What follows belongs to an exercise in optimizing a design on an open flow for small area, a short achievable clock period and few clock cycles per item; a production flow would make more cautious choices.
No functional check of the RTL was part of any run shown here.

==> flow/design.v, too long to show whole: its modules and the start of the top module <==
// module shot_unit: 4605 lines
module shot_unit (
  input  wire        clk,
  input  wire        rst,
  input  wire        in_valid,
  output wire        in_ready,
  input  wire [7:0]  p00,
  input  wire [7:0]  p10,
  input  wire [7:0]  p01,
  input  wire [7:0]  p11,
  input  wire [5:0]  fx,
  input  wire [5:0]  fy,
  input  wire [15:0] f_pix,
  input  wire [7:0]  nominal,
  input  wire [16:0] s_x,
  input  wire [5:0]  l_x,
  input  wire [4:0]  rank,
  input  wire [3:0]  rho_in,
  input  wire [15:0] gain,
  input  wire [3:0]  state,
  input  wire        blank,
  output wire        out_valid,
  output wire [7:0]  code,
  output wire [3:0]  rho_out,
  output wire        rho_we,
  output wire [31:0] loss,
  output wire        sat,
  output wire        missed,
  output wire        stuck_over
);
  // ...
==> flow/flow/run.sh <==
#!/bin/bash
# Layout flow: the standard synthesis, then popt3.py (picks the polarity of
# each full adder, xor, mux and half adder, and swaps cells for complements, so that fewer
# inverters are needed; every register is kept as synthesized), then the standard flow's
# standard layout with sky130_fd_sc_hd__buf_1 as the port buffer and a clock
# tree without dummy loads.
# Each tool's output goes to a log file of its own in the work folder.
set -euo pipefail
cd "$(dirname "$0")/.."
W=$(pwd)
R=$W/orfs/results/${FLOW_PLATFORM:-sky130hd}/shot_unit/base
bash standard.sh synth > synth.log 2>&1
cp "$R/1_2_yosys.v" "$R/1_2_yosys_std.v"
python3 flow/popt3.py "$R/1_2_yosys_std.v" "$R/1_2_yosys.v" > popt.log 2>&1
# clock tree: clkbuf_8 clusters of up to 20 sinks within 60 um, no dummy loads
export CTS_ARGS="-sink_clustering_enable -repair_clock_nets -sink_clustering_size 20 -sink_clustering_max_diameter 60 -buf_list sky130_fd_sc_hd__clkbuf_8 -dont_use_dummy_load"
BUFFER_PORTS_ARGS="-buffer_cell sky130_fd_sc_hd__buf_1" bash standard.sh finish > layout.log 2>&1
==> flow/standard.sh <==
#!/bin/bash
# synth_recipe.tcl (not shown) runs the flow's synth.tcl, then flattens the netlist and writes it again
# the make line also repeats each setting of config.mk as NAME=value (left out here)
make -C /OpenROAD-flow-scripts/flow DESIGN_CONFIG=/design/flow/config.mk WORK_HOME=/design/flow/orfs CLKGATE_MAP_FILE= SYNTH_SCRIPT=/design/flow/synth_recipe.tcl "${@:-finish}"
==> flow/config.mk <==
export PLATFORM = sky130hd
export DESIGN_NAME = shot_unit
export DESIGN_NICKNAME = shot_unit
export VERILOG_FILES = /design/flow/design.v
export SDC_FILE = /design/flow/constraint.sdc
export NUM_CORES = 4
export LEC_CHECK = 0
export ABC_AREA = 1
export CAP_MARGIN = 20
export CORE_MARGIN = 2
export CORE_UTILIZATION = 40
export CTS_BUF_LIST = sky130_fd_sc_hd__clkbuf_8
export CTS_CLUSTER_DIAMETER = 60
export CTS_CLUSTER_SIZE = 20
export SLEW_MARGIN = 20
==> flow/constraint.sdc <==
create_clock -name core_clock -period 300.0 [get_ports {clk}]
set_input_delay 60.0000 -clock core_clock [delete_from_list [all_inputs] [get_ports {clk}]]
set_output_delay 60.0000 -clock core_clock [all_outputs]
set_load 0.01 [all_outputs]
Not shown: flow/flow/popt3.py
==> key figures, run 1 <==
Critical path
  – Critical path depth: 1
  – Worst R2R Setup Slack: between 200,000 and 250,000 ps
  – Crit-path max cell delay: about 500 ps
  – Worst setup path start: o[33]
  – Worst r2r path cells: around 160

Timing
  – Setup ws final: ~240,000 ps
  – Final hold vios: 0

Status
  – Status: no timing/DRC/antenna violations

Routing
  – DRT Pass-1 Iters: 7
  – Highest routed layer: met5
  – WL/cell: 18.8 um
  – Final ANT Viol Nets: 0

Final layout
  – Clock network area share: 0.00991
  – Biggest regs: o: 38 flops, c2_w: 22 flops, s_q: 17 flops
  – Clock buf count: 28
  – Seq_cells: about 250

Die
  – Die area: roughly 0.094 mm2
  – Core region area: between 0.09 and 0.1 mm2
  – Tapcells: around 1,200

Clock network
  – Clock Pin Slew Worst Setup and Hold Paths: 110 ps
  – Clk buf depth: 3

Worst hold path
  – Hold depth: 0

Global routing
  – Initial antenna violation count: 2
  – Vias in the first global route: about 28,000
  – Met2 Resource Use GR: 0.341

Placement
  – Dpl cells: around 5,000
  – Worst slack, placed: between 200,000 and 250,000 ps
  – Hpwl dp: 75.9 mm
==> run 2: changes to the inputs <==
--- a/flow/flow/run.sh
+++ b/flow/flow/run.sh
@@ -12,6 +12,6 @@
 bash standard.sh synth > synth.log 2>&1
 cp "$R/1_2_yosys.v" "$R/1_2_yosys_std.v"
 python3 flow/popt3.py "$R/1_2_yosys_std.v" "$R/1_2_yosys.v" > popt.log 2>&1
-# clock tree: clkbuf_8 clusters of up to 20 sinks within 60 um, no dummy loads
-export CTS_ARGS="-sink_clustering_enable -repair_clock_nets -sink_clustering_size 20 -sink_clustering_max_diameter 60 -buf_list sky130_fd_sc_hd__clkbuf_8 -dont_use_dummy_load"
+# clock tree: clkbuf_16 clusters of up to 30 sinks within 80 um, no dummy loads
+export CTS_ARGS="-sink_clustering_enable -repair_clock_nets -sink_clustering_size 30 -sink_clustering_max_diameter 80 -buf_list sky130_fd_sc_hd__clkbuf_16 -dont_use_dummy_load"
 BUFFER_PORTS_ARGS="-buffer_cell sky130_fd_sc_hd__buf_1" bash standard.sh finish > layout.log 2>&1
==> key figures, run 2 <==
Critical path
  – Delay-heaviest family, CP: flip-flops (unchanged)
  – Worst r2r path cells: 156 (unchanged)
  – Worst path cell trace: buf_1 (unchanged)
  – Worst R2R Setup Slack: 245,760 ps (was 245,700 ps)
  – Crit-path max cell delay: 500 ps (was 510 ps)
  – Worst Setup Start Kind: flop (unchanged)
  – Slowest cell on crit path: dfxtp_1 (unchanged)
  – Reg2reg start: fx_q[1] (unchanged)
  – Setup crit end kind: primary output (unchanged)
  – RR Endpoint: c1_R[0] (unchanged)
  – Crit path max fanout: 11 (unchanged)
  – Critical Path RT: 240,000 ps (about the same)
  – Crit path DAT: 1270 ps (was 1410 ps)
  – Setup CP Type: flop to primary output (unchanged)
  – CP bufs+invs: 1 (unchanged)

Timing
  – Total Neg Setup Slack: 0 ps (unchanged)
  – Slew headroom: 0.278 (was 0.273)
  – Tmin final: 61,270 ps (was 61,410 ps)
  – RSZ-0062 raised after global routing: false (unchanged)
  – Max-slew violations: 0 (unchanged)
  – Final hold vios: 0 (unchanged)
  – Fmax: 0.0163 GHz (about the same)
  – Slew @ Worst Pin: 1080 ps (was 1090 ps)
  – Clock Skews: 82.1 ps (was 126 ps)
  – Final period utilization: 0.204 (was 0.205)
  – Setup violators final: 0 (unchanged)

Clock network
  – Clock Pin Slew Worst Setup and Hold Paths: 100 ps (was 110 ps)
  – TritonCTS buffer count: 22 (was 28)
  – Cts hold-fix bufs: 0 (unchanged)
  – Post-cts sizing count: 0 (unchanged)
  – Htree depth: 1 (unchanged)
  – Number of setup buffers added after CTS: 0 (unchanged)
  – Worst skew pair latency: 600 ps (was 730 ps)
  – Clk buf depth: 3 (unchanged)
  – CTS tree: done (unchanged)
  – Clock root cell: clkbuf_16 (was clkbuf_8)
  – CTS Sinks: 254 (unchanged)

Final layout
  – Non-filler cells, final: 5,060 (was 5,068)
  – Biggest regs: o: 38 flops, c2_w: 22 flops, s_q: 17 flops (unchanged)
  – Max reg flops: 38 (unchanged)
  – Fin area: 0.0390 mm2 (was 0.0389 mm2)
  – Layout cells sized above 1: 0.0278 (was 0.0293)
  – Antenna Cells: 0 (was 2)
  – Commonest non-fill, non-tap cell in the layout: fa_1 (unchanged)
  – NumNets Final: 4,865 (was 4,871)
  – Top reg by flops: o (unchanged)
  – Post-layout util: 0.432 (was 0.430)
  – Area Overhead vs Synth: 6.57% (was 6.14%)
  – Highest-count cells in the layout ignoring fill and taps: fa_1, nand2_1, nor2_1 (unchanged)

Routing
  – Total Wirelength: 95.3 mm (was 95.1 mm)
  – WL/cell: 18.8 um (about the same)
  – Vias per Instance: 5.24 (was 5.20)
  – Iteration-0 DRC Markers: 1,935 (was 2,069)
  – DR vias: 26,500 (was 26,400)
  – Drt drc: 0 (unchanged)
  – Final ANT Viol Nets: 0 (unchanged)
  – DRT Pass-1 Iters: 5 (was 7)

Die
  – Die Height: 307 um (unchanged)
  – Core region area: 0.0904 mm2 (unchanged)
  – Die width: 307 um (unchanged)
  – Starting Density: 0.405 (unchanged)
  – # IOs: 174 (unchanged)
  – Die area: 0.0940 mm2 (unchanged)
  – # rows: 110 (unchanged)

Synthesis
  – Synth warn: 1 (unchanged)
  – Mapped Avg Cell Area: 9.57 um2 (unchanged)
  – Post-synthesis instance area: 0.0366 mm2 (unchanged)
  – Cell count after synthesis: 3,829 (unchanged)
  – Synthesized Nets: 4,808 (unchanged)

Placement
  – Hpwl dp: 75.9 mm (unchanged)
  – Dpl cells: 5,038 (unchanged)
  – GP Congestion: 0.876 (unchanged)
  – Placed Area: 0.0385 mm2 (unchanged)
  – Buffers added on ports: 172 (unchanged)

Worst hold path
  – Hold WC Path Type: flop to flop (unchanged)
  – End of the worst hold path: c2_G[2] (unchanged)
  – Worst Min Path Start: c1_G[2] (unchanged)
  – Hold depth: 0 (unchanged)

Global routing
  – First-pass GRT wire length: 154 mm (about the same)
  – Gr ovfl total: 0 (unchanged)
  – Initial antenna violation count: 1 (was 2)
  – Pin count of the biggest net entering global routing: 31 (unchanged)
  – Vias in the first global route: 27,700 (about the same)
  – All-Layer GR Usage: 0.207 (about the same)

Status
  – Status: no timing/DRC/antenna violations (unchanged)

Job
  – Maxcap violations: 0 (unchanged)
==> run 2: metrics by stage <==
step	setup WS, ps	hold slack, ps
floorplan	238870	310
global placement	238630	310
detailed placement	238630	312
CTS	238650	282
global route	238590	286
finish	238730	284
==> run 2: layout make-up <==
cell class | count | area (um2)
Multi-Input combinational cell | 3092 | 29700
Timing Repair Buffer | 241 | 1160
Inverter | 275 | 1030
Tap cell | 1176 | 1470
Sequential cell | 254 | 5080
Clock buffer | 22 | 551
Fill cell | 8744 | 51400
==> run 2: worst max path at each step <==
stage / from / to / cells past startpoint
after floorplan: gain[0] / missed_q / 5
after global placement: gain[0] / missed_q / 6
after detailed placement: gain[0] / missed_q / 6
after CTS: o[33] / loss[24] / 1
after global routing: o[33] / loss[27] / 1
final: o[33] / loss[24] / 1
==> run 2: per-layer routing <==
metal	up-vias	track usage	share of wire
li1	12200	-	-
met1	13300	0.288	0.44
met2	875	0.342	0.47
met3	158	0.0261	0.058
met4	2	0.0536	0.028
met5	-	0	0.00012

afterwards: timing with drivers on the ports:
The results above use ideal ports. As a check the final layouts listed here were re-extracted and re-timed, cells and wires unchanged. Step 1 assumes that a clkbuf_16 drives the clock port and a buf_2 every other input. Step 2 times the ports against the registers' clock, not the clock port: input delays grow and output delays shrink by t, the midpoint of the rising clock arrivals with the driver on. a / b / c = ideal ports / drivers / drivers and shift; a / b = the first two.
run	t, ns	setup slack, ns	latest minus earliest clock arrival (ns)	worst slew at a driven data input, ns	cell pins on the clock port's net
run 1	0.727	238.593 / 238.530 / 238.697	0.127 / 0.127	0.04	1
run 2	0.627	238.731 / 238.664 / 238.651	0.088 / 0.087	0.04	1
After both steps every run listed still meets setup and hold. The setup slack of run 2, which loses most, moves by -0.067 ns with the drivers and by -0.080 ns with both steps.
